Background: an optimization exercise with open tools, aiming at small area and a short achievable clock period. Do not read the settings as production practice. Function was checked by simulation only, so behaviour that the tests miss may differ from the original. Power and IR drop assume default switching activity.

==> flow/constraint.sdc <==
create_clock -name core_clock -period 20.0 [get_ports {clk}]
set_input_delay 4.0000 -clock core_clock [delete_from_list [all_inputs] [get_ports {clk}]]
set_output_delay 4.0000 -clock core_clock [all_outputs]
set_load 0.01 [all_outputs]
==> flow/run.sh <==
#!/bin/bash
# synth_recipe.tcl (not shown) runs the flow's synth.tcl, then flattens the netlist and writes it again
# the make line also repeats each setting of config.mk as NAME=value (left out here)
make -C /OpenROAD-flow-scripts/flow DESIGN_CONFIG=/design/flow/config.mk WORK_HOME=/design/flow/orfs CLKGATE_MAP_FILE= SYNTH_SCRIPT=/design/flow/synth_recipe.tcl finish
==> flow/design.v <==
module fcvtn_lane_a (
    input  wire [31:0] x,        
    input  wire        fiz,
    input  wire        sgn,      
    input  wire        eb0,      
    input  wire        mb0,      
    input  wire        pol0,     
    input  wire [7:0]  bb,       
    input  wire [2:0]  bm1,      
    input  wire [3:0]  bp,       
    input  wire [7:0]  hmask,    
    output wire [17:0] mid,      
    output wire        is_nan,   
    output wire        kill,     
    output wire [30:0] mag       
);
    wire        s    = x[31];
    wire [7:0]  ex8  = x[30:23];
    wire [22:0] fr   = x[22:0];
    wire        ez   = ~|ex8;
    wire        e1   = &ex8;
    wire        s0   = |fr[14:0];
    wire        fnz  = s0 | (|fr[22:15]);
    wire        nan  = e1 & fnz;
    wire        snan = nan & ~fr[22];
    wire        inf  = e1 & ~fnz;
    wire        zero = ez & (~fnz | fiz);
    assign is_nan = nan;
    assign kill   = nan | (ez & fiz);
    assign mag    = x[30:0];
    wire [8:0]  sd  = {1'b0, ex8[7:1], ex8[0] | ez} + {1'b0, bb} + 9'd1;
    wire        big = ~eb0 & sd[8] & (|sd[7:0]) & ~ez;
    wire [4:0]  t   = {1'b0, bp} - {1'b0, sd[3:0]};
    wire        dh0 = (sd[8:4] == 5'b10000);
    wire        dhm = (sd[8:4] == 5'b01111);
    wire        sat = ~sd[8] & ~dhm;                      
    wire        neg = (sd[8] & ~dh0) | (dh0 & t[4]);      
    wire        fsat = sat | (dhm & ~t[4]);               
    wire [3:0]  a   = big ? {1'b0, bm1} : (fsat ? 4'd15 : t[3:0]);
    wire [15:0] w   = {big ? sd[7:0] : {7'd0, ~ez}, fr[22:15]};
    wire [15:0] x8  = a[3] ? {8'd0, w[15:8]} : w;
    wire [11:0] x4  = a[2] ? x8[15:4] : x8[11:0];
    wire [9:0]  x2  = a[1] ? x4[11:2] : x4[9:0];
    wire        stp = s0 | (a[3] & |w[7:0]) | (a[2] & |x8[3:0]) | (a[1] & |x4[1:0]);
    wire        nhi = (big & |(sd[7:0] & hmask)) | (eb0 & neg);
    wire        n0f = big & mb0;    
    wire [1:0]  cls  = nan ? 2'd3 : inf ? 2'd2 : zero ? 2'd1 : 2'd0;
    assign mid = {nan & (snan | pol0), cls, s, nhi, n0f, stp, a[0], x2};
endmodule
module fcvtn_lane_b (
    input  wire [17:0] mid,      
    input  wire        foz,
    input  wire        sgn,      
    input  wire        eb0,      
    input  wire        pol2,     
    input  wire        rne,
    input  wire        rna,
    input  wire        rup,
    input  wire        rdn,
    input  wire [7:0]  maxcode,  
    input  wire [7:0]  cnan,     
    input  wire [7:0]  ova,      
    input  wire        ova_s,    
    input  wire [7:0]  sone,     
    input  wire [7:0]  emask,    
    output wire [7:0]  code,     
    output reg  [3:0]  flags     
);
    wire [9:0]  x2   = mid[9:0];
    wire        a0   = mid[10];
    wire        stp  = mid[11];
    wire        n0f  = mid[12];
    wire        nhi  = mid[13];
    wire        s    = mid[14];
    wire        nan  = (mid[16:15] == 2'd3);
    wire        inf  = (mid[16:15] == 2'd2);
    wire        zero = (mid[16:15] == 2'd1);
    wire        fin  = (mid[16:15] == 2'd0);
    wire        nvn  = mid[17];
    wire [8:0]  o    = a0 ? x2[9:1] : x2[8:0];
    wire        st   = stp | (a0 & x2[0]);
    wire [7:0]  n    = o[8:1];
    wire        g    = o[0];
    wire        inex = g | st;
    wire        n0   = n[0] | n0f;
    wire        up   = (rne & g & (st | n0)) | (rna & g) | (rup & inex & ~s) | (rdn & inex & s);
    wire        away = rne | rna | (rup & ~s) | (rdn & s);
    reg         gt, ge;
    integer     i;
    always @* begin
        gt = 1'b0;
        ge = 1'b1;
        for (i = 0; i < 8; i = i + 1) begin
            gt = (n[i] & ~maxcode[i]) | ((n[i] | ~maxcode[i]) & gt);
            ge = (n[i] & ~maxcode[i]) | ((n[i] | ~maxcode[i]) & ge);
        end
    end
    wire        ovf  = nhi | gt | (up & ge);
    wire [7:0]  cf   = n + {7'd0, up};
    wire        cz   = ~nhi & ~|n & ~up;
    wire        tiny = ~nhi & ~|(cf & emask);
    wire        flush = foz & ~eb0 & tiny & ~cz;
    wire        negbad = ~sgn & s & ~zero & ~nan;
    wire        ovff   = fin & ovf;
    wire        selo   = ~negbad & (inf | (ovff & away));
    wire        selm   = ~negbad & ovff & ~away;
    wire        selc   = ~negbad & fin & ~ovf & ~flush;
    wire [7:0]  mg     = ({8{nan}} & cnan) | ({8{selo}} & ova) | ({8{selm}} & maxcode) | ({8{selc}} & cf);
    wire        sa     = s & ~nan & ~(selo & ~ova_s);
    assign code = mg | ({8{sa}} & sone);
    wire        negz = negbad & ~inf & cz;
    wire        finr = ~negbad & fin & ~ovf;
    always @* begin
        flags[3] = nvn | (negbad & ~negz);
        flags[2] = ~negbad & ~nan & ((inf & ~pol2) | ovff);
        flags[1] = negz | (finr & ((inex & (eb0 ? cz : tiny)) | flush));
        flags[0] = negz | (~negbad & ovff) | (finr & (inex | flush));
    end
endmodule
module fcvtn_lane (
    input  wire [31:0] x,
    input  wire        fiz,
    input  wire        foz,
    input  wire        sgn,
    input  wire        eb0,
    input  wire        mb0,
    input  wire        pol0,
    input  wire        pol2,
    input  wire        rne,
    input  wire        rna,
    input  wire        rup,
    input  wire        rdn,
    input  wire [7:0]  bb,
    input  wire [2:0]  bm1,
    input  wire [3:0]  bp,
    input  wire [7:0]  hmask,
    input  wire [7:0]  maxcode,
    input  wire [7:0]  cnan,
    input  wire [7:0]  ova,
    input  wire        ova_s,
    input  wire [7:0]  sone,
    input  wire [7:0]  emask,
    output wire [7:0]  code,
    output wire [3:0]  flags,
    output wire        is_nan,
    output wire        kill,
    output wire [30:0] mag
);
    wire [17:0] mid;
    fcvtn_lane_a u_a (
        .x(x), .fiz(fiz), .sgn(sgn), .eb0(eb0), .mb0(mb0), .pol0(pol0),
        .bb(bb), .bm1(bm1), .bp(bp), .hmask(hmask),
        .mid(mid), .is_nan(is_nan), .kill(kill), .mag(mag));
    fcvtn_lane_b u_b (
        .mid(mid), .foz(foz), .sgn(sgn), .eb0(eb0), .pol2(pol2),
        .rne(rne), .rna(rna), .rup(rup), .rdn(rdn), .maxcode(maxcode), .cnan(cnan),
        .ova(ova), .ova_s(ova_s), .sone(sone), .emask(emask), .code(code), .flags(flags));
endmodule
module fcvtn_predec (
    input  wire [2:0]  eb,
    input  wire [2:0]  mb,
    input  wire [2:0]  rm,
    output wire [12:0] pd    
);
    wire       eb0 = (eb == 3'd0);
    wire [2:0] bm1 = eb0 ? (3'd0 - mb) : (3'd7 - mb);         
    wire [3:0] bp  = eb0 ? 4'd7 : (4'd8 - {1'b0, mb});        
    assign pd = {rm == 3'd3, rm == 3'd2, rm == 3'd4, rm == 3'd0, mb == 3'd0, eb0, bm1, bp};
endmodule
module fcvtn_unit (
    input  wire         clk,
    input  wire         rst,         
    input  wire         in_valid,
    input  wire [511:0] in_x,        
    input  wire [31:0]  in_ent,      
    input  wire [5:0]   in_rmode,    
    output reg          out_valid,
    output reg  [127:0] out_vd,      
    output reg  [3:0]   out_flags,   
    output reg  [30:0]  out_amax,    
    output reg          out_nan      
);
    reg         v_q;
    reg [511:0] x_q;
    reg [17:0]  ent_q;
    reg [5:0]   rmode_q;
    always @(posedge clk) begin
        if (rst)
            v_q <= 1'b0;
        else
            v_q <= in_valid;
        x_q     <= in_x;
        ent_q   <= in_ent[17:0];
        rmode_q <= in_rmode;
    end
    wire       sgn  = ent_q[0];
    wire [2:0] eb   = ent_q[3:1];
    wire [2:0] mb   = ent_q[6:4];
    wire [7:0] bias = ent_q[15:8];
    wire [1:0] pol  = ent_q[17:16];
    wire       fiz  = rmode_q[3];
    wire       foz  = rmode_q[4];
    wire       satn = rmode_q[5];
    wire [12:0] pd_q;
    fcvtn_predec u_pd (.eb(eb), .mb(mb), .rm(rmode_q[2:0]), .pd(pd_q));
    wire       eb0  = pd_q[7];
    wire       mb0  = pd_q[8];
    wire [2:0] bm1  = pd_q[6:4];
    wire [3:0] bp   = pd_q[3:0];
    wire       pol0 = (pol == 2'd0);
    wire       pol1 = (pol == 2'd1);
    wire       pol2 = (pol == 2'd2);
    wire [7:0] bb    = {~bias[7], bias[6:0]};
    wire [3:0] base  = {1'b0, bm1} + 4'd1;
    wire [7:0] hmask = 8'hFF << base;
    wire [3:0] k     = {3'd0, sgn} + {1'b0, eb} + {1'b0, mb};
    wire [3:0] emb   = {1'b0, eb} + {1'b0, mb};
    wire [8:0] allm9 = (9'd1 << emb) - 9'd1;
    wire [7:0] allm  = allm9[7:0];
    wire [7:0] mone  = 8'd1 << mb;
    wire [7:0] eones = ((8'd1 << eb) - 8'd1) << mb;
    wire [7:0] maxcode = pol0 ? allm : pol1 ? allm - 8'd1 : allm - mone;
    wire [7:0] cnan    = pol1 ? allm : pol2 ? (eones | (8'd1 << (mb - 3'd1))) : 8'd0;
    wire       nsat    = pol1 & ~satn;
    wire [7:0] ova     = pol2 ? eones : nsat ? cnan : maxcode;
    wire       ova_s   = ~nsat;
    wire [7:0] sone    = sgn ? (8'd1 << (k - 4'd1)) : 8'd0;
    wire [7:0] emask   = 8'hFF << mb;
    wire       rne = pd_q[9];
    wire       rna = pd_q[10];
    wire       rup = pd_q[11];
    wire       rdn = pd_q[12];
    wire [287:0] lmid;
    wire [15:0]  lnan;
    wire [15:0]  lkill;
    wire [495:0] lmag;
    genvar i;
    generate
        for (i = 0; i < 16; i = i + 1) begin : g_la
            fcvtn_lane_a u_a (
                .x(x_q[32*i +: 32]), .fiz(fiz), .sgn(sgn), .eb0(eb0), .mb0(mb0), .pol0(pol0),
                .bb(bb), .bm1(bm1), .bp(bp), .hmask(hmask),
                .mid(lmid[18*i +: 18]), .is_nan(lnan[i]), .kill(lkill[i]), .mag(lmag[31*i +: 31])
            );
        end
    endgenerate
    function automatic gtf(input [30:0] a, input [30:0] b);
        integer n;
        begin
            gtf = 1'b0;
            for (n = 0; n < 31; n = n + 1)
                gtf = (a[n] & ~b[n]) | ((a[n] | ~b[n]) & gtf);
        end
    endfunction
    function automatic gtp(input [30:0] a, input [30:0] b);
        reg [30:0] g, e;
        integer n, w;
        begin
            for (n = 0; n < 31; n = n + 1) begin
                g[n] = a[n] & ~b[n];
                e[n] = a[n] | ~b[n];
            end
            for (w = 1; w < 31; w = w * 2)
                for (n = 0; n + w < 31; n = n + 2 * w) begin
                    g[n] = g[n+w] | (e[n+w] & g[n]);
                    e[n] = g[n+w] | (e[n+w] & e[n]);
                end
            gtp = g[0];
        end
    endfunction
    wire [247:0] a1v;
    wire [7:0]   a1k;
    wire [123:0] a2v;
    wire [3:0]   a2k;
    generate
        for (i = 0; i < 8; i = i + 1) begin : g_a1
            wire [30:0] va = lmag[31*(2*i) +: 31];
            wire [30:0] vb = lmag[31*(2*i+1) +: 31];
            wire        ka = lkill[2*i];
            wire        kb = lkill[2*i+1];
            wire        sb = ~kb & (ka | gtp(vb, va));
            assign a1v[31*i +: 31] = sb ? vb : va;
            assign a1k[i] = ka & kb;
        end
        for (i = 0; i < 4; i = i + 1) begin : g_a2
            wire [30:0] va = a1v[31*(2*i) +: 31];
            wire [30:0] vb = a1v[31*(2*i+1) +: 31];
            wire        ka = a1k[2*i];
            wire        kb = a1k[2*i+1];
            wire        sb = ~kb & (ka | gtf(vb, va));
            assign a2v[31*i +: 31] = sb ? vb : va;
            assign a2k[i] = ka & kb;
        end
    endgenerate
    reg         foz_m, sgn_m, eb0_m, pol2_m, rne_m, rna_m, rup_m, rdn_m, ova_s_m;
    reg [7:0]   maxcode_m, cnan_m, ova_m, sone_m, emask_m;
    always @(posedge clk) begin
        foz_m     <= foz;
        sgn_m     <= sgn;
        eb0_m     <= eb0;
        pol2_m    <= pol2;
        rne_m     <= rne;
        rna_m     <= rna;
        rup_m     <= rup;
        rdn_m     <= rdn;
        ova_s_m   <= ova_s;
        maxcode_m <= maxcode;
        cnan_m    <= cnan;
        ova_m     <= ova;
        sone_m    <= sone;
        emask_m   <= emask;
    end
    reg         v_m;
    reg [287:0] mid_m;
    reg         nan_m;
    reg [123:0] a2v_m;
    reg [3:0]   a2k_m;
    always @(posedge clk) begin
        if (rst)
            v_m <= 1'b0;
        else
            v_m <= v_q;
        mid_m <= lmid;
        nan_m <= |lnan;
        a2v_m <= a2v;
        a2k_m <= a2k;
    end
    wire [127:0] vd;
    wire [63:0]  lflags;
    generate
        for (i = 0; i < 16; i = i + 1) begin : g_lb
            fcvtn_lane_b u_b (
                .mid(mid_m[18*i +: 18]), .foz(foz_m), .sgn(sgn_m), .eb0(eb0_m), .pol2(pol2_m),
                .rne(rne_m), .rna(rna_m), .rup(rup_m), .rdn(rdn_m),
                .maxcode(maxcode_m), .cnan(cnan_m), .ova(ova_m), .ova_s(ova_s_m),
                .sone(sone_m), .emask(emask_m),
                .code(vd[8*i +: 8]), .flags(lflags[4*i +: 4])
            );
        end
    endgenerate
    reg [3:0] flags_all;
    integer j;
    always @* begin
        flags_all = 4'd0;
        for (j = 0; j < 16; j = j + 1)
            flags_all = flags_all | lflags[4*j +: 4];
    end
    wire [61:0]  a3v;
    wire [1:0]   a3k;
    generate
        for (i = 0; i < 2; i = i + 1) begin : g_a3
            wire [30:0] va = a2v_m[31*(2*i) +: 31];
            wire [30:0] vb = a2v_m[31*(2*i+1) +: 31];
            wire        ka = a2k_m[2*i];
            wire        kb = a2k_m[2*i+1];
            wire        sb = ~kb & (ka | gtp(vb, va));
            assign a3v[31*i +: 31] = sb ? vb : va;
            assign a3k[i] = ka & kb;
        end
    endgenerate
    wire        sb4  = ~a3k[1] & (a3k[0] | gtf(a3v[61:31], a3v[30:0]));
    wire [30:0] amax = (a3k[0] & a3k[1]) ? 31'd0 : sb4 ? a3v[61:31] : a3v[30:0];
    always @(posedge clk) begin
        if (rst)
            out_valid <= 1'b0;
        else
            out_valid <= v_m;
        out_vd    <= vd;
        out_flags <= flags_all;
        out_amax  <= amax;
        out_nan   <= nan_m;
    end
endmodule
==> flow/config.mk <==
export PLATFORM = sky130hd
export DESIGN_NAME = fcvtn_unit
export DESIGN_NICKNAME = fcvtn_unit
export VERILOG_FILES = /design/flow/design.v
export SDC_FILE = /design/flow/constraint.sdc
export NUM_CORES = 4
export LEC_CHECK = 0
export ABC_AREA = 1
export CAP_MARGIN = 20
export CORE_MARGIN = 2
export CORE_UTILIZATION = 25
export PLACE_DENSITY = 0.35
export SLEW_MARGIN = 20
==> metrics.csv, run 1 <==
stage,metric,value,unit
cells_and_area,area delta synth->final,23.53,%
power,total power,11.38,mW
logic_synthesis,Yosys top cell area share,0.3348,
worst_setup_path,worst path bufs/invs,0,
timing,max frequency,0.1345,GHz
die,die height,532.4,um
global_route,GRT Total Usage,0.2561,
clock_tree,root buf cell,clkbuf_16,
die,IO Count,718,
logic_synthesis,Yosys warning total,2,
timing,final hold vios,0,
worst_setup_path,Worst Setup End Kind,flip-flop,
logic_synthesis,Yosys reg bits,1167,
timing,clk_skew,0.08129,ns
place,DP Worst Slack,12.64,ns
clock_tree,CTS Hold Bufs,0,
power,sw power,5.160,mW
timing,fin crit period,7.434,ns
worst_setup_path,reg2reg start,x_q[233]$_DFF_P_,
timing,"Setup violations, final",0,
cells_and_area,Layout Nets,11930,
logic_synthesis,Mapped Area,69790,sq um
timing,Tightest Pin Transition,1.263,ns
logic_synthesis,sequential area share after synthesis,0.3348,
die,Initial Utilization,0.2520,
worst_setup_path,CP peak stage delay,0.85,ns
worst_setup_path,Required @ worst endpoint,20.74,ns
detailed_routing,DR pass1 iterations,6,
global_route,pin count of the biggest net entering global routing,63,
global_route,GRT Residual Overflow,0,
place,IO Port Bufs,702,
worst_setup_path,reg2reg path depth,46,
die,Die Width,532.4,um
die,Die Area,283400,sq um
timing,relative slew slack,0.1493,
min_path,hold crit path type,reg2reg,
clock_tree,H-tree depth,4,
worst_setup_path,CP max stage cell,nor3_1,
timing,setup TNS,0,ns
clock_tree,"Reg clk slew, reported paths",0.06,ns
power,Max VDD drop,136.6,uV
clock_tree,CTS tree,yes,
power,pwr dens,132.0,nW/um^2
worst_setup_path,"delay-heaviest family, CP",simple AND/OR/NAND/NOR gates,
power,combinational share of power,0.467,
logic_synthesis,Main synth FF type,dfxtp_1,
logic_synthesis,ranking of synthesized cells by area,"dfxtp_1 (33%), nand2_1 (14%), inv_1 (8.8%), o21ai_0 (7.8%), ha_1 (4.5%)",
die,core box area,277000,sq um
min_path,HP Start,x_q[191]$_DFF_P_,
global_route,initial antenna violation count,71,
logic_synthesis,leading area contributor after synthesis,dfxtp_1,
logic_synthesis,Cells after Synth,10410,
cells_and_area,"commonest non-fill, non-tap cell in the layout",nand2_1,
timing,Final Cycle Share,0.3717,
worst_setup_path,Startpoint Class,flip-flop,
detailed_routing,Vias/cell,5.017,
worst_setup_path,R2R setup slack,12.57,ns
detailed_routing,drc violations,0,
clock_tree,clock sink count,1167,
detailed_routing,Post-DRT Antenna Nets,0,
global_route,vias in the first global route,70350,
worst_setup_path,Worst path depth,46,
die,FP Rows,193,
global_route,global-route wire length before repair,527100,um
worst_setup_path,Crit Path Max Fanout,60,
worst_setup_path,Setup CP Type,reg2reg,
clock_tree,Resized Gates After CTS,0,
min_path,hold depth,0,
cells_and_area,Post-Route Utilization,0.3113,
cells_and_area,most frequent cells in the layout,"nand2_1 (2527), inv_1 (1620), dfxtp_1 (1159)",
power,clock power share,0.250,
place,hpwl dp,306100,um
timing,RSZ-0062 raised after global routing,no,
logic_synthesis,Synth Area per Inst,6.702,sq um
timing,Slew Limit Fails,0,
logic_synthesis,Post-synth EDFFs,0,
clock_tree,Max clock buf depth,4,
detailed_routing,average wire per standard cell,25.33,um
clock_tree,Skew-Pair Late Insertion Delay,0.88,ns
worst_setup_path,Critical Path Start,x_q[233]$_DFF_P_,
power,Switching Share,0.4534,
clock_tree,post-CTS setup buffer count,0,
worst_setup_path,"Arr. time, crit path",8.18,ns
detailed_routing,Iteration-0 DRC Markers,7260,
worst_setup_path,Crit path top cell by count,nand2_1,
timing,final setup margin,12.57,ns
logic_synthesis,post-synth cell types,71,
flow_run,maxcap violations,0,
run_status,status,timing/DRC/antenna clean,
place,Final GP Congestion,0.9458,
detailed_routing,via count,74950,
cells_and_area,share of cells above drive strength 1,0.05551,
detailed_routing,Total Wirelength,378500,um
clock_tree,total CTS buffers,149,
power,internal power,6.221,mW
logic_synthesis,ys async rst share,0,
power,Reg power frac,0.282,
power,Leak,40.18,nW
logic_synthesis,Synthesized Nets,11250,
through the flow:
| stage | hold slack [ns] | cell area [sq um] | cells |
|---|---|---|---|
| 4_1_cts | 0.3261 | 86110 | 14910 |
| 6_report | 0.3140 | 86210 | 14940 |
| 2_1_floorplan | 0.3096 | 69790 | 10410 |
| 3_3_place_gp | 0.3163 | 80970 | 14640 |
| 5_1_grt | 0.3347 | 86150 | 14920 |
| 3_5_place_dp | 0.3121 | 80970 | 14640 |
path summary, 6_finish.rpt:
path	end
min	mid_m[104]$_DFF_P_
max	a2v_m[52]$_DFF_P_
max reg2reg	a2v_m[52]$_DFF_P_
min reg2reg	mid_m[104]$_DFF_P_
cell type report:
cell class              instances  area, sq um
fillers                     30170       190800
clock buffers                 195         4187
repair buffers                799         7755
flip-flops and latches       1167        23370
inverters                    1699         6377
multi-input cells            7274        38860
diodes                         30        75.07
well taps                    3705         4636
clock inverters                71        954.7
kinds of logic after synthesis:
family | synth area share
muxes | 0.004590
and+or+nand+nor | 0.2599
buffers and inverters | 0.1098
xor gates and xnor gates | 0.02510
adders and majority gates | 0.05540
DFF | 0.3348
AOI/OAI and AO/OA | 0.2105
power by group through the flow:
stage	clock network (mW)	logic, mW	registers, mW
floorplan	0	3.06	3.09
global placement	0	5.21	3.28
detailed placement	0	5.20	3.28
CTS	2.95	5.22	3.23
global route	3.03	5.79	3.26
finish	2.85	5.32	3.21
flip-flops by register name, indices dropped and copies added (netlist names), 6 cells and up:
signal     flops
maxcode_m      8
emask_m        7
a2v_m        124
x_q          512
cnan_m         8
rmode_q        6
sone_m         8
out_vd       128
mid_m        288
out_amax      31
ova_m          8
ent_q         17
cell usage after synthesis, types with 43 or more instances:
| library cell | number |
|---|---|
| nor2_1 | 683 |
| a21oi_1 | 434 |
| inv_1 | 1627 |
| o21ai_1 | 53 |
| nand4_1 | 146 |
| buf_2 | 52 |
| xnor2_1 | 47 |
| inv_2 | 43 |
| or2_2 | 146 |
| o211ai_1 | 44 |
| nor4_1 | 78 |
| ha_1 | 253 |
| xor2_1 | 153 |
| o221ai_1 | 160 |
| dfxtp_1 | 1167 |
| nand3_1 | 435 |
| o21ai_0 | 1092 |
| o22ai_1 | 331 |
| a31oi_1 | 70 |
| a221oi_1 | 97 |
| nor3_1 | 118 |
| clkbuf_1 | 184 |
| nand2_1 | 2531 |
worst reg2reg max path, delay by kind of cell (launching register included):
family	cells	cell delay, ns
flops	1	0.34
simple gates	44	5.77
compound gates	2	1.18
metal layers:
layer,wire [um],part of all wire,track usage
met1,177000,0.47,0.3603
met2,160400,0.42,0.3910
met3,27130,0.072,0.04822
met4,13480,0.036,0.08132
met5,475,0.0013,0
==> run 2: changes to the inputs <==
--- a/flow/design.v
+++ b/flow/design.v
@@ -161,9 +161,10 @@
     input  wire [2:0]  mb,
-    input  wire [2:0]  rm,
-    output wire [12:0] pd    
+    output wire [8:0]  pd    
 );
-    wire       eb0 = (eb == 3'd0);
-    wire [2:0] bm1 = eb0 ? (3'd0 - mb) : (3'd7 - mb);         
-    wire [3:0] bp  = eb0 ? 4'd7 : (4'd8 - {1'b0, mb});        
-    assign pd = {rm == 3'd3, rm == 3'd2, rm == 3'd4, rm == 3'd0, mb == 3'd0, eb0, bm1, bp};
+    wire       eb0 = ~|eb;
+    wire       mb0 = ~|mb;
+    wire [2:0] nm  = {mb[2] ^ (mb[1] | mb[0]), mb[1] ^ mb[0], mb[0]};    
+    wire [2:0] bm1 = eb0 ? nm : ~mb;
+    wire [3:0] bp  = eb0 ? 4'd7 : {mb0, nm};
+    assign pd = {mb0, eb0, bm1, bp};
 endmodule
@@ -186,2 +187,5 @@
     reg [5:0]   rmode_q;
+    reg [8:0]   pd_q;
+    wire [8:0]  pd_in;
+    fcvtn_predec u_pd (.eb(in_ent[3:1]), .mb(in_ent[6:4]), .pd(pd_in));
     always @(posedge clk) begin
@@ -194,2 +198,3 @@
         rmode_q <= in_rmode;
+        pd_q    <= pd_in;
     end
@@ -203,4 +208,2 @@
     wire       satn = rmode_q[5];
-    wire [12:0] pd_q;
-    fcvtn_predec u_pd (.eb(eb), .mb(mb), .rm(rmode_q[2:0]), .pd(pd_q));
     wire       eb0  = pd_q[7];
@@ -228,6 +231,7 @@
     wire [7:0] emask   = 8'hFF << mb;
-    wire       rne = pd_q[9];
-    wire       rna = pd_q[10];
-    wire       rup = pd_q[11];
-    wire       rdn = pd_q[12];
+    wire [2:0] rm  = rmode_q[2:0];
+    wire       rne = (rm == 3'd0);
+    wire       rup = (rm == 3'd2);
+    wire       rdn = (rm == 3'd3);
+    wire       rna = (rm == 3'd4);
     wire [287:0] lmid;
@@ -246,10 +250,2 @@
     endgenerate
-    function automatic gtf(input [30:0] a, input [30:0] b);
-        integer n;
-        begin
-            gtf = 1'b0;
-            for (n = 0; n < 31; n = n + 1)
-                gtf = (a[n] & ~b[n]) | ((a[n] | ~b[n]) & gtf);
-        end
-    endfunction
     function automatic gtp(input [30:0] a, input [30:0] b);
@@ -289,3 +285,3 @@
             wire        kb = a1k[2*i+1];
-            wire        sb = ~kb & (ka | gtf(vb, va));
+            wire        sb = ~kb & (ka | gtp(vb, va));
             assign a2v[31*i +: 31] = sb ? vb : va;
@@ -360,3 +356,3 @@
     endgenerate
-    wire        sb4  = ~a3k[1] & (a3k[0] | gtf(a3v[61:31], a3v[30:0]));
+    wire        sb4  = ~a3k[1] & (a3k[0] | gtp(a3v[61:31], a3v[30:0]));
     wire [30:0] amax = (a3k[0] & a3k[1]) ? 31'd0 : sb4 ? a3v[61:31] : a3v[30:0];
--- a/flow/config.mk
+++ b/flow/config.mk
@@ -8,6 +8,8 @@
 export ABC_AREA = 1
-export CAP_MARGIN = 20
+export CAP_MARGIN = 50
 export CORE_MARGIN = 2
 export CORE_UTILIZATION = 25
+export CTS_CLUSTER_DIAMETER = 120
+export CTS_CLUSTER_SIZE = 18
 export PLACE_DENSITY = 0.35
-export SLEW_MARGIN = 20
+export SLEW_MARGIN = 70
==> metrics.csv, run 2 <==
stage,metric,value,unit,change
run_status,status,timing/DRC/antenna clean,,
die,core box area,296800,sq um,+7.2%
cells_and_area,Post-Route Utilization,0.3076,,-0.003643
timing,final hold vios,0,,unchanged
logic_synthesis,most frequent cell after synthesis,nand2_1,,
clock_tree,Resized Gates After CTS,0,,unchanged
power,Max VDD drop,108.3,uV,-21%
worst_setup_path,reg2reg end,ova_m[7]$_DFF_P_,,
worst_setup_path,"delay-heaviest family, CP",buffers and inverters,,
die,Initial Utilization,0.2513,,-0.0006466
worst_setup_path,worst path bufs/invs,1,,+1
logic_synthesis,Yosys warning total,2,,unchanged
timing,worst hold slack,0.3303,ns,+0.01636 ns
cells_and_area,max FFs per register,512,,unchanged
die,Die Area,302700,sq um,+6.8%
timing,RSZ-0062 raised after global routing,no,,
min_path,hold path endpoint,mid_m[140]$_DFF_P_,,
clock_tree,post-CTS setup buffer count,0,,unchanged
cells_and_area,filler instances,32540,,+7.9%
place,dpl cell area,87960,sq um,+8.6%
place,DP Worst Slack,14.48,ns,+1.843 ns
worst_setup_path,Worst Setup End Kind,primary output,,
clock_tree,Max clock buf depth,4,,unchanged
logic_synthesis,Yosys reg bits,1176,,+0.77%
clock_tree,total CTS buffers,91,,-39%
detailed_routing,Post-DRT Antenna Nets,0,,unchanged
logic_synthesis,Synthesized Nets,12910,,+15%
detailed_routing,drc violations,0,,unchanged
logic_synthesis,post-synth cell types,65,,-8.5%
worst_setup_path,CP max stage cell,clkdlybuf4s50_1,,
logic_synthesis,Mapped Area,74590,sq um,+6.9%
clock_tree,H-tree depth,3,,-1
cells_and_area,most frequent cells in the layout,"nand2_1 (3965), inv_1 (1489), nand3_1 (1175)",,
worst_setup_path,cell-by-cell trace of the critical path,clkdlybuf4s50_1,,
logic_synthesis,ranking of synthesized cells by area,"dfxtp_1 (32%), nand2_1 (20%), nand3_1 (7.9%), inv_1 (7.6%), o21ai_0 (5.0%)",,
worst_setup_path,reg2reg start,ent_q[6]$_DFF_P_,,
die,FP Rows,200,,+3.6%
clock_tree,clock sink count,1176,,+0.77%
timing,relative slew slack,0.6581,,+0.5088
worst_setup_path,CP peak stage delay,0.59,ns,-0.26 ns
logic_synthesis,sequential area share after synthesis,0.3156,,-0.01912
timing,fin crit period,5.865,ns,-1.569 ns
timing,"Setup violations, final",0,,unchanged
global_route,pin count of the biggest net entering global routing,63,,unchanged
detailed_routing,Vias/cell,4.923,,-1.9%
global_route,vias in the first global route,75270,,+7.0%
place,Final GP Congestion,0.9370,,-0.93%
global_route,global-route wire length before repair,552800,um,+4.9%
cells_and_area,footprint of the multi-input gates,45220,sq um,+16%
logic_synthesis,Main synth FF type,dfxtp_1,,
logic_synthesis,top post-synthesis cells by count,"nand2_1 (3973), inv_1 (1505), nand3_1 (1184)",,
flow_run,maxcap violations,0,,unchanged
clock_tree,CTS tree,yes,,
timing,Slew Limit Fails,0,,unchanged
power,pwr dens,114.5,nW/um^2,-13%
worst_setup_path,reg2reg path depth,28,,-39%
power,Leak,44.17,nW,+9.9%
timing,max frequency,0.1705,GHz,+27%
worst_setup_path,Crit Path Max Fanout,1,,-98%
cells_and_area,FF+latch area,23710,sq um,+1.4%
die,Die Width,550.2,um,+3.4%
place,IO Port Bufs,702,,unchanged
logic_synthesis,Synth Area per Inst,6.178,sq um,-7.8%
place,hpwl dp,324200,um,+5.9%
logic_synthesis,Yosys top cell area share,0.3156,,-0.01912
worst_setup_path,"Arr. time, crit path",1.86,ns,-6.32 ns
global_route,GRT Total Usage,0.2511,,-0.005020
cells_and_area,Final Cell Area,91300,sq um,+5.9%
die,die height,550.2,um,+3.4%
global_route,GRT Residual Overflow,0,,unchanged
detailed_routing,average wire per standard cell,23.70,um,-6.5%
logic_synthesis,ys async rst share,0,,unchanged
timing,clk_skew,0.06086,ns,-0.02043 ns
cells_and_area,share of cells above drive strength 1,0.06707,,+0.01156
logic_synthesis,Cells after Synth,12070,,+16%
timing,Tightest Pin Transition,0.5075,ns,-0.7552 ns
cells_and_area,Layout Nets,13520,,+13%
detailed_routing,via count,82080,,+9.5%
timing,setup TNS,0,ns,unchanged
logic_synthesis,leading area contributor after synthesis,dfxtp_1,,
timing,final setup margin,14.14,ns,+1.569 ns
min_path,HP Start,x_q[255]$_DFF_P_,,
logic_synthesis,Post-synth EDFFs,0,,unchanged
global_route,initial antenna violation count,63,,-11%
cells_and_area,Largest regs,"x_q x512, mid_m x288, out_vd x128",,
worst_setup_path,Required @ worst endpoint,16.00,ns,-4.74 ns
timing,Final Cycle Share,0.2932,,-0.07845
clock_tree,root buf cell,clkbuf_16,,
detailed_routing,Total Wirelength,395100,um,+4.4%
worst_setup_path,Startpoint Class,flip-flop,,
clock_tree,Skew-Pair Late Insertion Delay,0.86,ns,-0.02 ns
detailed_routing,Iteration-0 DRC Markers,7776,,+7.1%
min_path,hold crit path type,reg2reg,,
worst_setup_path,R2R setup slack,14.65,ns,+2.08 ns
clock_tree,"Reg clk slew, reported paths",0.08,ns,+0.02 ns
min_path,hold depth,0,,unchanged
cells_and_area,"commonest non-fill, non-tap cell in the layout",nand2_1,,
cells_and_area,area delta synth->final,22.40,%,
clock_tree,CTS Hold Bufs,0,,unchanged
detailed_routing,DR pass1 iterations,6,,unchanged
worst_setup_path,Setup CP Type,reg2out,,
cells_and_area,Largest Register,x_q,,
die,IO Count,718,,unchanged
==> run 2: power by group <==
part	total, mW	internal [mW]	switching [mW]
logic	5.30	1.73	3.58
registers	3.23	2.79	0.440
clock network	1.92	0.907	1.01
total	10.5	5.43	5.03
==> run 2: worst max path at each step <==
stage | from | end | slack [ns] | cells after the start
after detailed placement | in_ent[4] | pd_q[2]$_SDFF_PP1_ | 14.48 | 5
after global routing | out_amax[25]$_SDFF_PP0_ | out_amax[25] | 14.07 | 1
after floorplan | in_ent[4] | pd_q[2]$_SDFF_PP1_ | 15.12 | 4
final | out_amax[25]$_SDFF_PP0_ | out_amax[25] | 14.14 | 1
after CTS | out_amax[25]$_SDFF_PP0_ | out_amax[25] | 14.05 | 1
after global placement | x_q[478]$_DFF_P_ | a2v_m[108]$_DFF_P_ | 13.52 | 20
==> run 2: area by class of cell <==
class                           instances  share of cell area
Antenna cell                           16           0.0004385
Clock buffer                          101             0.02604
Tap cell                             3939             0.05398
Clock inverter                         30            0.004235
Sequential cell                      1176              0.2597
Multi-Input combinational cell       8981              0.4953
Timing Repair Buffer                  880             0.09634
Inverter                             1550             0.06396
==> run 2: kinds of logic (layout without fill, tap and decap cells) <==
| kind of cell | Yosys count | count (layout) | synth area share |
|---|---|---|---|
| other cells | 0 | 16 | 0 |
| flops | 1176 | 1176 | 0.3156 |
| buf+inv | 1916 | 2561 | 0.1004 |
| fa+ha+maj | 283 | 283 | 0.05100 |
| xor+xnor | 174 | 174 | 0.02043 |
| mux | 4 | 4 | 0.0005368 |
| compound gates | 1838 | 1838 | 0.1379 |
| simple gates | 6682 | 6682 | 0.3741 |
==> run 2: through the flow <==
stage	power, mW	cells
floorplan	6.127	12070
global placement	8.327	16470
detailed placement	8.470	16520
CTS	10.46	16660
global route	11.18	16660
finish	10.45	16670
==> run 2: per-layer routing <==
metal | track usage | part of all wire | vias up
li1 | - | - | 40140
met1 | 0.3743 | 0.49 | 38480
met4 | 0.06414 | 0.027 | 54
met3 | 0.03886 | 0.067 | 393
met2 | 0.3708 | 0.41 | 3007
met5 | 0.0003127 | 0.00094 | -
==> run 3: changes to the inputs <==
==> flow/flow/run.sh (new file) <==
#!/bin/bash
# Own layout flow: the standard flow (standard.sh) for every step, with
# one change: the buffer that the flow puts on each input and output port is
# sky130_fd_sc_hd__buf_1, the smallest buffer, instead of the cell the flow
# picks by itself (sky130_fd_sc_hd__clkdlybuf4s50_1). Every port still gets
# its own buffer. The make output goes to standard_flow.log; the tools' own
# logs stay under orfs/logs/.
set -euo pipefail
bash standard.sh finish "BUFFER_PORTS_ARGS=-buffer_cell sky130_fd_sc_hd__buf_1" > standard_flow.log 2>&1
==> flow/standard.sh (new file) <==
#!/bin/bash
# synth_recipe.tcl (not shown) runs the flow's synth.tcl, then flattens the netlist and writes it again
# the make line also repeats each setting of config.mk as NAME=value (left out here)
make -C /OpenROAD-flow-scripts/flow DESIGN_CONFIG=/design/flow/config.mk WORK_HOME=/design/flow/orfs CLKGATE_MAP_FILE= SYNTH_SCRIPT=/design/flow/synth_recipe.tcl "${@:-finish}"
removed: flow/run.sh
==> metrics.csv, run 3 <==
stage,metric,value,unit,change
clock_tree,total CTS buffers,92,,+1.1%
cells_and_area,area delta synth->final,16.17,%,
detailed_routing,Post-DRT Antenna Nets,0,,unchanged
min_path,hold crit path type,reg2reg,,
die,core box area,296800,sq um,unchanged
global_route,pin count of the biggest net entering global routing,63,,unchanged
power,clock power share,0.186,,+0.003
global_route,GRT Total Usage,0.2477,,-0.003424
timing,Final Cycle Share,0.2709,,-0.02237
die,die height,550.2,um,unchanged
clock_tree,"Reg clk slew, reported paths",0.09,ns,about the same
logic_synthesis,Synthesized Nets,12910,,unchanged
logic_synthesis,ranking of synthesized cells by area,"dfxtp_1 (32%), nand2_1 (20%), nand3_1 (7.9%), inv_1 (7.6%), o21ai_0 (5.0%)",,
logic_synthesis,Synth Area per Inst,6.178,sq um,unchanged
place,IO Port Bufs,702,,unchanged
clock_tree,Skew-Pair Late Insertion Delay,0.87,ns,about the same
die,IO Count,718,,unchanged
worst_setup_path,Required @ worst endpoint,16.00,ns,about the same
global_route,initial antenna violation count,46,,-27%
place,dpl cell area,83360,sq um,-5.2%
worst_setup_path,Startpoint Class,flip-flop,,
cells_and_area,most frequent cells in the layout,"nand2_1 (3961), inv_1 (1491), nand3_1 (1175)",,
timing,setup TNS,0,ns,unchanged
die,Initial Utilization,0.2513,,unchanged
worst_setup_path,Setup CP Type,reg2out,,
logic_synthesis,top post-synthesis cells by count,"nand2_1 (3973), inv_1 (1505), nand3_1 (1184)",,
clock_tree,H-tree depth,3,,unchanged
logic_synthesis,most frequent cell after synthesis,nand2_1,,
cells_and_area,share of cells above drive strength 1,0.06466,,-0.002414
cells_and_area,Layout Nets,13500,,-0.14%
logic_synthesis,Yosys reg bits,1176,,unchanged
timing,fin crit period,5.417,ns,-0.4475 ns
power,Leak,42.19,nW,-4.5%
detailed_routing,DR pass1 iterations,8,,+2
detailed_routing,Vias/cell,4.919,,about the same
detailed_routing,Iteration-0 DRC Markers,7632,,-1.9%
logic_synthesis,leading area contributor after synthesis,dfxtp_1,,
cells_and_area,FF+latch area,23700,sq um,about the same
detailed_routing,via count,81900,,-0.22%
logic_synthesis,ys async rst share,0,,unchanged
logic_synthesis,Post-synth EDFFs,0,,unchanged
clock_tree,clock sink count,1176,,unchanged
logic_synthesis,Mapped Area,74590,sq um,unchanged
flow_run,maxcap violations,0,,unchanged
global_route,global-route wire length before repair,546800,um,-1.1%
worst_setup_path,"Arr. time, crit path",1.42,ns,-0.44 ns
detailed_routing,Total Wirelength,390300,um,-1.2%
power,Reg power frac,0.316,,+0.007
clock_tree,Resized Gates After CTS,0,,unchanged
detailed_routing,average wire per standard cell,23.44,um,-1.1%
die,Die Area,302700,sq um,unchanged
place,Final GP Congestion,0.9701,,+3.5%
logic_synthesis,Cells after Synth,12070,,unchanged
timing,RSZ-0062 raised after global routing,no,,
cells_and_area,max FFs per register,512,,unchanged
worst_setup_path,cell-by-cell trace of the critical path,buf_1,,
power,Max VDD drop,114.2,uV,+5.4%
power,combinational share of power,0.498,,-0.009
power,pwr dens,117.7,nW/um^2,+2.8%
worst_setup_path,Worst Setup End Kind,primary output,,
timing,"Setup violations, final",0,,unchanged
timing,clk_skew,0.05333,ns,-0.007530 ns
timing,Slew Limit Fails,0,,unchanged
timing,Tightest Pin Transition,0.5027,ns,-0.004796 ns
cells_and_area,Final Cell Area,86650,sq um,-5.1%
logic_synthesis,Main synth FF type,dfxtp_1,,
logic_synthesis,Yosys top cell area share,0.3156,,unchanged
place,hpwl dp,317500,um,-2.1%
timing,max frequency,0.1846,GHz,+8.3%
logic_synthesis,post-synth cell types,65,,unchanged
logic_synthesis,sequential area share after synthesis,0.3156,,unchanged
timing,relative slew slack,0.6637,,+0.005636
power,sw power,5.040,mW,+0.30%
cells_and_area,Largest regs,"x_q x512, mid_m x288, out_vd x128",,
global_route,vias in the first global route,75350,,+0.11%
cells_and_area,"commonest non-fill, non-tap cell in the layout",nand2_1,,
logic_synthesis,Yosys warning total,2,,unchanged
clock_tree,post-CTS setup buffer count,0,,unchanged
cells_and_area,filler instances,33100,,+1.7%
worst_setup_path,CP peak stage delay,0.38,ns,-0.21 ns
clock_tree,CTS Hold Bufs,0,,unchanged
worst_setup_path,CP max stage cell,dfxtp_1,,
cells_and_area,footprint of the multi-input gates,45170,sq um,-0.10%
cells_and_area,Largest Register,x_q,,
run_status,status,timing/DRC/antenna clean,,
global_route,GRT Residual Overflow,0,,unchanged
worst_setup_path,Crit Path Max Fanout,1,,unchanged
clock_tree,Max clock buf depth,4,,unchanged
worst_setup_path,worst path bufs/invs,1,,unchanged
detailed_routing,drc violations,0,,unchanged
power,Switching Share,0.4943,,+0.01347
timing,final hold vios,0,,unchanged
power,internal power,5.157,mW,-5.0%
die,FP Rows,200,,unchanged
clock_tree,CTS tree,yes,,
clock_tree,root buf cell,clkbuf_16,,
die,Die Width,550.2,um,unchanged
worst_setup_path,"delay-heaviest family, CP",flip-flops,,
## run 3: cell counts after synthesis
Identical to the previous run, type by type.
## run 3: layer usage
metal / GRT usage / wire length [um] / vias to the layer above
met3: 0.03793 / 25550 / 402
met5: 0 / 189 / -
met1: 0.3703 / 194000 / 38350
met2: 0.3652 / 160100 / 2992
li1: - / - / 40130
met4: 0.06225 / 10480 / 28
## run 3: path summary, 6_finish.rpt
| check | endpoint | start | cells after the start | slack, ns |
|---|---|---|---|---|
| worst max-delay path | out_vd[125] | out_vd[125]$_DFF_P_ | 1 | 14.58 |
| worst min-delay path | mid_m[176]$_DFF_P_ | x_q[319]$_DFF_P_ | 0 | 0.32 |
| worst max register to register | ova_m[7]$_DFF_P_ | ent_q[6]$_DFF_P_ | 28 | 14.80 |
| worst min register to register | mid_m[176]$_DFF_P_ | x_q[319]$_DFF_P_ | 0 | 0.32 |
## run 3: kinds of logic after synthesis
kind of cell / after synthesis / synth area share
and+or+nand+nor: 6682 / 0.3741
buffers and inverters: 1916 / 0.1004
AOI/OAI and AO/OA: 1838 / 0.1379
DFF: 1176 / 0.3156
adders and majority gates: 283 / 0.05100
xor gates and xnor gates: 174 / 0.02043
muxes: 4 / 0.0005368
## run 3: power groups by stage
stage / clock network [mW] / logic (mW) / registers [mW]
3_3_place_gp: 0 / 4.84 / 3.25
3_5_place_dp: 0 / 4.96 / 3.27
4_1_cts: 1.99 / 4.99 / 3.22
5_1_grt: 2.06 / 5.60 / 3.26
6_report: 1.90 / 5.08 / 3.22
2_1_floorplan: 0 / 3.05 / 3.08
## run 3: cell type report
cell class,instances,area share
flip-flops and latches,1176,0.2735
repair buffers,860,0.04832
clock inverters,27,0.004072
clock buffers,104,0.02806
multi-input cells,8981,0.5213
well taps,3939,0.05688
inverters,1550,0.06748
diodes,13,0.0003754
## run 3: stage by stage
stage / cells / setup slack [ns] / power, mW / util / hold WS, ns
floorplan: 12070 / 15.12 / 6.127 / - / 0.3096
global route: 16640 / 14.23 / 10.92 / 0.2919 / 0.3352
global placement: 16460 / 13.31 / 8.091 / 0.2743 / 0.3163
finish: 16650 / 14.58 / 10.20 / 0.2920 / 0.3244
CTS: 16630 / 14.50 / 10.20 / 0.2903 / 0.3302
detailed placement: 16500 / 14.79 / 8.228 / 0.2809 / 0.3132
==> run 4: changes to the inputs <==
--- a/flow/design.v
+++ b/flow/design.v
@@ -250,2 +250,17 @@
     endgenerate
+    function automatic gtg(input [30:0] a, input [30:0] b);
+        reg [3:0] g, e;
+        integer n, k;
+        begin
+            for (k = 0; k < 4; k = k + 1) begin
+                g[k] = 1'b0;
+                e[k] = 1'b1;
+                for (n = 8 * k; n < 8 * k + 8 && n < 31; n = n + 1) begin
+                    g[k] = (a[n] & ~b[n]) | ((a[n] | ~b[n]) & g[k]);
+                    e[k] = (a[n] & ~b[n]) | ((a[n] | ~b[n]) & e[k]);
+                end
+            end
+            gtg = g[3] | (e[3] & (g[2] | (e[2] & (g[1] | (e[1] & g[0])))));
+        end
+    endfunction
     function automatic gtp(input [30:0] a, input [30:0] b);
@@ -276,3 +291,3 @@
             wire        kb = lkill[2*i+1];
-            wire        sb = ~kb & (ka | gtp(vb, va));
+            wire        sb = ~kb & (ka | gtg(vb, va));
             assign a1v[31*i +: 31] = sb ? vb : va;
==> metrics.csv, run 4 <==
stage,metric,value,unit,change
clock_tree,total CTS buffers,88,,-4.3%
worst_setup_path,Worst path depth,1,,unchanged
cells_and_area,Post-Route Utilization,0.2958,,+0.003861
clock_tree,"Reg clk slew, reported paths",0.07,ns,-0.02 ns
detailed_routing,Post-DRT Antenna Nets,0,,unchanged
detailed_routing,DR pass1 iterations,6,,-2
worst_setup_path,Startpoint Class,flip-flop,,
cells_and_area,Layout Nets,12730,,-5.7%
place,dpl cells,15560,,-5.7%
worst_setup_path,Setup CP Type,reg2out,,
worst_setup_path,"delay-heaviest family, CP",flip-flops,,
logic_synthesis,top post-synthesis cells by count,"nand2_1 (3039), inv_1 (1517), dfxtp_1 (1176)",,
timing,Slew Limit Fails,0,,unchanged
die,Die Area,292200,sq um,-3.5%
die,Die Width,540.5,um,-1.8%
cells_and_area,Final Cell Area,84510,sq um,-2.5%
logic_synthesis,Yosys reg bits,1176,,unchanged
cells_and_area,Largest regs,"x_q x512, mid_m x288, out_vd x128",,
worst_setup_path,CP max stage cell,dfxtp_1,,
min_path,hold depth,0,,unchanged
die,core box area,285700,sq um,-3.7%
logic_synthesis,ranking of synthesized cells by area,"dfxtp_1 (33%), nand2_1 (16%), inv_1 (7.9%), o21ai_0 (6.2%), nand3_1 (5.8%)",,
logic_synthesis,leading area contributor after synthesis,dfxtp_1,,
logic_synthesis,Post-synth EDFFs,0,,unchanged
logic_synthesis,Cells after Synth,11200,,-7.3%
timing,Tightest Pin Transition,0.5185,ns,+0.01582 ns
die,FP Rows,196,,-2.0%
min_path,hold path endpoint,mid_m[248]$_DFF_P_,,
power,pwr dens,128.8,nW/um^2,+9.4%
detailed_routing,average wire per standard cell,25.45,um,+8.6%
worst_setup_path,"Arr. time, crit path",1.43,ns,about the same
cells_and_area,area delta synth->final,17.44,%,
logic_synthesis,Yosys warning total,2,,unchanged
global_route,GRT Residual Overflow,0,,unchanged
power,Max VDD drop,111.0,uV,-2.8%
worst_setup_path,Crit Path Max Fanout,1,,unchanged
detailed_routing,via count,79270,,-3.2%
detailed_routing,Iteration-0 DRC Markers,7334,,-3.9%
power,combinational share of power,0.532,,+0.034
worst_setup_path,R2R setup slack,14.71,ns,-0.09 ns
power,Leak,40.28,nW,-4.5%
worst_setup_path,CP peak stage delay,0.43,ns,+0.05 ns
clock_tree,Skew-Pair Late Insertion Delay,0.87,ns,about the same
die,IO Count,718,,unchanged
logic_synthesis,ys async rst share,0,,unchanged
logic_synthesis,most frequent cell after synthesis,nand2_1,,
clock_tree,CTS Hold Bufs,0,,unchanged
global_route,pin count of the biggest net entering global routing,63,,unchanged
die,die height,540.5,um,-1.8%
clock_tree,CTS tree,yes,,
min_path,HP Start,x_q[447]$_DFF_P_,,
flow_run,maxcap violations,0,,unchanged
timing,final hold vios,0,,unchanged
timing,worst hold slack,0.3308,ns,+0.006399 ns
global_route,global-route wire length before repair,556000,um,+1.7%
logic_synthesis,Main synth FF type,dfxtp_1,,
worst_setup_path,Required @ worst endpoint,16.00,ns,about the same
clock_tree,Resized Gates After CTS,0,,unchanged
power,internal power,5.361,mW,+3.9%
place,dpl cell area,81410,sq um,-2.3%
timing,final setup margin,14.57,ns,-0.008600 ns
logic_synthesis,Synthesized Nets,12030,,-6.8%
logic_synthesis,Mapped Area,71960,sq um,-3.5%
clock_tree,post-CTS setup buffer count,0,,unchanged
worst_setup_path,Worst Setup End Kind,primary output,,
timing,RSZ-0062 raised after global routing,no,,
global_route,initial antenna violation count,61,,+33%
timing,max frequency,0.1843,GHz,-0.16%
place,DP Worst Slack,14.85,ns,+0.06030 ns
logic_synthesis,Yosys top cell area share,0.3271,,+0.01151
place,Final GP Congestion,0.9881,,+1.9%
timing,relative slew slack,0.6507,,-0.01306
clock_tree,root buf cell,clkbuf_16,,
timing,clk_skew,0.07288,ns,+0.01955 ns
worst_setup_path,reg2reg path depth,25,,-11%
die,Initial Utilization,0.2519,,+0.0005680
timing,setup TNS,0,ns,unchanged
detailed_routing,Vias/cell,5.047,,+2.6%
worst_setup_path,reg2reg start,ent_q[9]$_DFF_P_,,
worst_setup_path,cell-by-cell trace of the critical path,buf_1,,
cells_and_area,max FFs per register,512,,unchanged
min_path,hold crit path type,reg2reg,,
logic_synthesis,sequential area share after synthesis,0.3271,,+0.01151
logic_synthesis,post-synth cell types,69,,+6.2%
logic_synthesis,Synth Area per Inst,6.427,sq um,+4.0%
worst_setup_path,worst path bufs/invs,1,,unchanged
power,total power,10.88,mW,+6.7%
cells_and_area,Largest Register,x_q,,
power,Switching Share,0.5075,,+0.01322
power,sw power,5.524,mW,+9.6%
global_route,vias in the first global route,74270,,-1.4%
detailed_routing,Total Wirelength,399800,um,+2.4%
cells_and_area,share of cells above drive strength 1,0.08116,,+0.01650
power,clock power share,0.166,,-0.020
clock_tree,Max clock buf depth,4,,unchanged
place,IO Port Bufs,702,,unchanged
timing,"Setup violations, final",0,,unchanged
cells_and_area,filler instances,31610,,-4.5%
cells_and_area,most frequent cells in the layout,"nand2_1 (3030), inv_1 (1485), dfxtp_1 (1098)",,
timing,Final Cycle Share,0.2713,,+0.0004300
power,Reg power frac,0.303,,-0.013
clock_tree,H-tree depth,3,,unchanged
global_route,GRT Total Usage,0.2628,,+0.01515
worst_setup_path,reg2reg end,mid_m[263]$_DFF_P_,,
timing,fin crit period,5.426,ns,+0.008600 ns
place,hpwl dp,320600,um,+0.97%
detailed_routing,drc violations,0,,unchanged
clock_tree,clock sink count,1176,,unchanged
run_status,status,timing/DRC/antenna clean,,
cells_and_area,Final Non-Filler Cells,15710,,-5.7%
cells_and_area,"commonest non-fill, non-tap cell in the layout",nand2_1,,
-- run 4: changes by cell type after synthesis, moves of 38 or more --
cell	previous run	this run
nor2_1	977	1018
o21ai_1	91	53
a22oi_1	7	45
o21ai_0	749	898
nand3_1	1184	833
o22ai_1	161	283
nand2_1	3973	3039
o221ai_1	7	56
o21a_1	51	3
or2_2	109	161
a21oi_1	518	438
nor3_1	97	182
-- run 4: routing by layer --
metal	GRT usage	vias to the layer above	wire length [um]
met3	0.04224	473	26770
met4	0.09080	38	15930
li1	-	38220	-
met5	0	-	238
met2	0.3922	2940	165800
met1	0.3786	37610	191000
-- run 4: how the worst max path moves through the flow --
stage	from	to	slack [ns]
finish	out_vd[11]$_DFF_P_	out_vd[11]	14.57
global route	x_q[412]$_DFF_P_	mid_m[227]$_DFF_P_	14.25
CTS	out_vd[24]$_DFF_P_	out_vd[24]	14.49
detailed placement	in_ent[4]	pd_q[2]$_SDFF_PP1_	14.85
global placement	x_q[407]$_DFF_P_	a2v_m[108]$_DFF_P_	13.65
floorplan	in_ent[4]	pd_q[2]$_SDFF_PP1_	15.12
-- run 4: layout make-up --
cell class / instances / area (sq um) / area share
diodes: 19 / 47.55 / 0.0005626
clock buffers: 95 / 2290 / 0.02709
clock inverters: 24 / 269.0 / 0.003183
flip-flops and latches: 1176 / 23650 / 0.2798
inverters: 1567 / 5951 / 0.07041
repair buffers: 911 / 4554 / 0.05389
multi-input cells: 8154 / 43050 / 0.5094
well taps: 3762 / 4707 / 0.05570
-- run 4: logic make-up after synthesis --
family                     count (synthesis)  share of synthesized area
and+or+nand+nor                         5591                     0.3292
AOI/OAI and AO/OA                       2104                     0.1689
buffers and inverters                   1867                     0.1004
DFF                                     1176                     0.3271
adders and majority gates                283                    0.05285
xor gates and xnor gates                 171                    0.02081
muxes                                      5                  0.0006955
-- run 4: power groups by stage --
stage | registers, mW | logic (mW) | clock network [mW]
finish | 3.29 | 5.79 | 1.80
global route | 3.33 | 6.34 | 1.95
CTS | 3.29 | 5.68 | 1.88
detailed placement | 3.33 | 5.64 | 0
global placement | 3.32 | 5.43 | 0
floorplan | 3.12 | 3.35 | 0
==> run 5: changes to the inputs <==
--- a/flow/design.v
+++ b/flow/design.v
@@ -265,18 +265,2 @@
     endfunction
-    function automatic gtp(input [30:0] a, input [30:0] b);
-        reg [30:0] g, e;
-        integer n, w;
-        begin
-            for (n = 0; n < 31; n = n + 1) begin
-                g[n] = a[n] & ~b[n];
-                e[n] = a[n] | ~b[n];
-            end
-            for (w = 1; w < 31; w = w * 2)
-                for (n = 0; n + w < 31; n = n + 2 * w) begin
-                    g[n] = g[n+w] | (e[n+w] & g[n]);
-                    e[n] = g[n+w] | (e[n+w] & e[n]);
-                end
-            gtp = g[0];
-        end
-    endfunction
     wire [247:0] a1v;
@@ -300,3 +284,3 @@
             wire        kb = a1k[2*i+1];
-            wire        sb = ~kb & (ka | gtp(vb, va));
+            wire        sb = ~kb & (ka | gtg(vb, va));
             assign a2v[31*i +: 31] = sb ? vb : va;
@@ -366,3 +350,3 @@
             wire        kb = a2k_m[2*i+1];
-            wire        sb = ~kb & (ka | gtp(vb, va));
+            wire        sb = ~kb & (ka | gtg(vb, va));
             assign a3v[31*i +: 31] = sb ? vb : va;
@@ -371,3 +355,3 @@
     endgenerate
-    wire        sb4  = ~a3k[1] & (a3k[0] | gtp(a3v[61:31], a3v[30:0]));
+    wire        sb4  = ~a3k[1] & (a3k[0] | gtg(a3v[61:31], a3v[30:0]));
     wire [30:0] amax = (a3k[0] & a3k[1]) ? 31'd0 : sb4 ? a3v[61:31] : a3v[30:0];
==> metrics.csv, run 5 <==
stage,metric,value,unit,change
run_status,status,timing/DRC/antenna clean,,
cells_and_area,Layout Nets,12090,,-5.1%
clock_tree,CTS Hold Bufs,0,,unchanged
logic_synthesis,Synth Area per Inst,6.654,sq um,+3.5%
cells_and_area,"commonest non-fill, non-tap cell in the layout",nand2_1,,
power,total power,10.74,mW,-1.3%
detailed_routing,Iteration-0 DRC Markers,7292,,-0.57%
logic_synthesis,Post-synth EDFFs,0,,unchanged
timing,Final Cycle Share,0.2690,,-0.002265
detailed_routing,drc violations,0,,unchanged
worst_setup_path,"Arr. time, crit path",1.38,ns,-0.05 ns
worst_setup_path,CP peak stage delay,0.35,ns,-0.08 ns
clock_tree,Skew-Pair Late Insertion Delay,0.88,ns,about the same
cells_and_area,Largest regs,"x_q x512, mid_m x288, out_vd x128",,
timing,setup TNS,0,ns,unchanged
clock_tree,CTS tree,yes,,
place,IO Port Bufs,702,,unchanged
global_route,GRT Total Usage,0.2481,,-0.01477
timing,"Setup violations, final",0,,unchanged
worst_setup_path,CP max stage cell,dfxtp_1,,
die,FP Rows,194,,-1.0%
timing,max frequency,0.1858,GHz,+0.84%
logic_synthesis,compound-gate portion of the synthesized area,0.2055,,+0.03659
detailed_routing,via count,74770,,-5.7%
die,Die Area,285800,sq um,-2.2%
worst_setup_path,Worst Setup End Kind,primary output,,
min_path,hold crit path type,reg2reg,,
logic_synthesis,mux cell area share after synthesis,0.002702,,+0.002007
logic_synthesis,Mapped Area,70390,sq um,-2.2%
worst_setup_path,worst path bufs/invs,1,,unchanged
logic_synthesis,leading area contributor after synthesis,dfxtp_1,,
logic_synthesis,largest family of logic cells by synthesized area,simple AND/OR/NAND/NOR gates,,
timing,Tightest Pin Transition,0.5444,ns,+0.02583 ns
timing,relative slew slack,0.6347,,-0.01600
power,Leak,38.09,nW,-5.5%
cells_and_area,area delta synth->final,17.70,%,
cells_and_area,most frequent cells in the layout,"nand2_1 (2453), inv_1 (1664), dfxtp_1 (1099)",,
detailed_routing,DR pass1 iterations,8,,+2
cells_and_area,filler instances,30880,,-2.3%
die,Initial Utilization,0.2517,,about the same
detailed_routing,wire length on met2,152800,um,-7.8%
logic_synthesis,ranking of synthesized cells by area,"dfxtp_1 (33%), nand2_1 (13%), inv_1 (9.0%), o21ai_0 (7.2%), ha_1 (4.4%)",,
logic_synthesis,post-synth cell types,71,,+2.9%
flow_run,maxcap violations,0,,unchanged
global_route,global-route wire length before repair,515900,um,-7.2%
clock_tree,total CTS buffers,89,,+1.1%
global_route,initial antenna violation count,68,,+11%
detailed_routing,Vias/cell,4.977,,-1.4%
die,IO Count,718,,unchanged
clock_tree,"Reg clk slew, reported paths",0.08,ns,about the same
timing,Slew Limit Fails,0,,unchanged
detailed_routing,average wire per standard cell,24.58,um,-3.4%
timing,clk_skew,0.07924,ns,+0.006356 ns
cells_and_area,max FFs per register,512,,unchanged
place,Final GP Congestion,0.9781,,-1.0%
cells_and_area,share of cells above drive strength 1,0.08838,,+0.007218
clock_tree,post-CTS setup buffer count,0,,unchanged
die,Die Width,534.6,um,-1.1%
power,pwr dens,129.7,nW/um^2,+0.68%
logic_synthesis,Main synth FF type,dfxtp_1,,
cells_and_area,Post-Route Utilization,0.2963,,+0.0004400
global_route,GRT Residual Overflow,0,,unchanged
detailed_routing,met3 wire len,24300,um,-9.2%
logic_synthesis,area share of fa/ha/maj cells after synthesis,0.05404,,+0.001186
detailed_routing,Post-DRT Antenna Nets,0,,unchanged
logic_synthesis,Yosys warning total,2,,unchanged
logic_synthesis,sequential area share after synthesis,0.3345,,+0.007339
logic_synthesis,Yosys top cell area share,0.3345,,+0.007339
logic_synthesis,Synthesized Nets,11410,,-5.1%
clock_tree,root buf cell,clkbuf_16,,
timing,RSZ-0062 raised after global routing,no,,
worst_setup_path,Required @ worst endpoint,16.00,ns,about the same
clock_tree,Max clock buf depth,4,,unchanged
worst_setup_path,Startpoint Class,flip-flop,,
clock_tree,H-tree depth,3,,unchanged
cells_and_area,Largest Register,x_q,,
logic_synthesis,Cells after Synth,10580,,-5.5%
logic_synthesis,Simple-Gate Fraction of Synth Area,0.2652,,-0.06397
detailed_routing,met1 WL,180200,um,-5.7%
timing,fin crit period,5.381,ns,-0.04530 ns
place,dpl cells,14870,,-4.4%
die,die height,534.6,um,-1.1%
detailed_routing,Total Wirelength,369200,um,-7.6%
timing,final hold vios,0,,unchanged
worst_setup_path,"delay-heaviest family, CP",flip-flops,,
clock_tree,clock sink count,1176,,unchanged
logic_synthesis,ys async rst share,0,,unchanged
place,hpwl dp,302900,um,-5.5%
detailed_routing,Max Used Layer,met5,,
global_route,pin count of the biggest net entering global routing,63,,unchanged
worst_setup_path,cell-by-cell trace of the critical path,buf_1,,
cells_and_area,Final Non-Filler Cells,15020,,-4.4%
logic_synthesis,Yosys reg bits,1176,,unchanged
logic_synthesis,top post-synthesis cells by count,"nand2_1 (2466), inv_1 (1696), dfxtp_1 (1176)",,
worst_setup_path,Setup CP Type,reg2out,,
power,Max VDD drop,220.0,uV,+98%
clock_tree,Resized Gates After CTS,0,,unchanged
die,core box area,279600,sq um,-2.1%
logic_synthesis,most frequent cell after synthesis,nand2_1,,
logic_synthesis,Synth Area in XOR/XNOR,0.02377,,+0.002956
global_route,vias in the first global route,69570,,-6.3%
worst_setup_path,Crit Path Max Fanout,1,,unchanged
==> run 5: changes by cell type after synthesis, moves of 33 or more <==
cell      previous run  this run
a21oi_1            438       489
a221oi_1            29        75
clkbuf_1           198       165
inv_1             1517      1696
nand2_1           3039      2466
nand3_1            833       475
nor2_1            1018       821
nor3_1             182       129
o21ai_0            898      1006
o21ai_1             53       137
o221ai_1            56       112
o22ai_1            283       322
==> run 5: layer usage <==
layer  track usage  up-vias
met2        0.3692     2827
met3       0.03768      374
li1              -    36270
met1        0.3647    35240
met5             0        -
met4       0.07291       52
==> run 5: final timing paths <==
path / slack [ns] / end / startpoint / cells past startpoint
setup / recovery: 14.62 / out_amax[22] / out_amax[22]$_SDFF_PP0_ / 1
hold / removal: 0.33 / mid_m[50]$_DFF_P_ / x_q[95]$_DFF_P_ / 0
setup reg to reg: 14.70 / mid_m[155]$_DFF_P_ / ent_q[9]$_DFF_P_ / 24
hold reg to reg: 0.33 / mid_m[50]$_DFF_P_ / x_q[95]$_DFF_P_ / 0
==> run 5: power by group <==
| group | leakage (nW) | internal, mW | switching [mW] |
|---|---|---|---|
| registers | 9.85 | 2.85 | 0.515 |
| logic | 27.0 | 1.65 | 3.90 |
| clock network | 1.27 | 0.862 | 0.964 |
| total | 38.1 | 5.36 | 5.38 |
==> run 5: area by class of cell <==
class	count	area [sq um]	share of cell area
Multi-Input combinational cell	7374	41230	0.4977
Antenna cell	18	45.04	0.0005437
Timing Repair Buffer	872	4099	0.04948
Clock inverter	23	296.5	0.003580
Clock buffer	99	2305	0.02782
Tap cell	3724	4659	0.05625
Inverter	1737	6551	0.07908
Sequential cell	1176	23650	0.2855
==> run 5: cell families after synthesis <==
group | Yosys count
AO/OA/AOI/OAI | 2483
XOR/XNOR | 191
adder cells (fa/ha/maj) | 283
buffers and inverters | 2028
flip-flops | 1176
multiplexers | 19
AND/OR/NAND/NOR | 4398
==> run 5: stage by stage <==
step | setup WS (ns) | instance area [sq um] | hold WS [ns]
floorplan | 15.12 | 70390 | 0.3096
global placement | 13.83 | 76960 | 0.3162
detailed placement | 14.87 | 79620 | 0.3150
CTS | 14.53 | 82220 | 0.3371
global route | 14.33 | 82810 | 0.3393
finish | 14.62 | 82840 | 0.3315

## what the ideal ports hide
How much do the figures lean on ideal ports? The routed layouts below were timed once more, with nothing changed but the port constraints.
Step 1 (the two cells are an assumption about what drives the block):
set clk [get_ports {clk}]
set_driving_cell -lib_cell sky130_fd_sc_hd__clkbuf_16 $clk
set_driving_cell -lib_cell sky130_fd_sc_hd__buf_2 [delete_from_list [all_inputs] $clk]
Step 2 times the ports against the registers' clock, not the clock port: input delays grow and output delays shrink by t, the midpoint of the rising clock arrivals with the driver on.
a / b / c = ideal ports / drivers / drivers and shift; a / b = the first two.
| run | shift t [ns] | setup WS [ns] | worst slew at a driven data input, ns |
|---|---|---|---|
| run 1 | 0.946 | 12.566 / 12.566 / 12.566 | 0.12 |
| run 2 | 0.942 | 14.135 / 14.029 / 14.469 | 0.13 |
| run 3 | 0.953 | 14.583 / 14.478 / 14.791 | 0.14 |
| run 4 | 0.935 | 14.574 / 14.473 / 14.708 | 0.11 |
| run 5 | 0.947 | 14.619 / 14.515 / 14.695 | 0.13 |
After both steps every run listed still meets setup and hold.
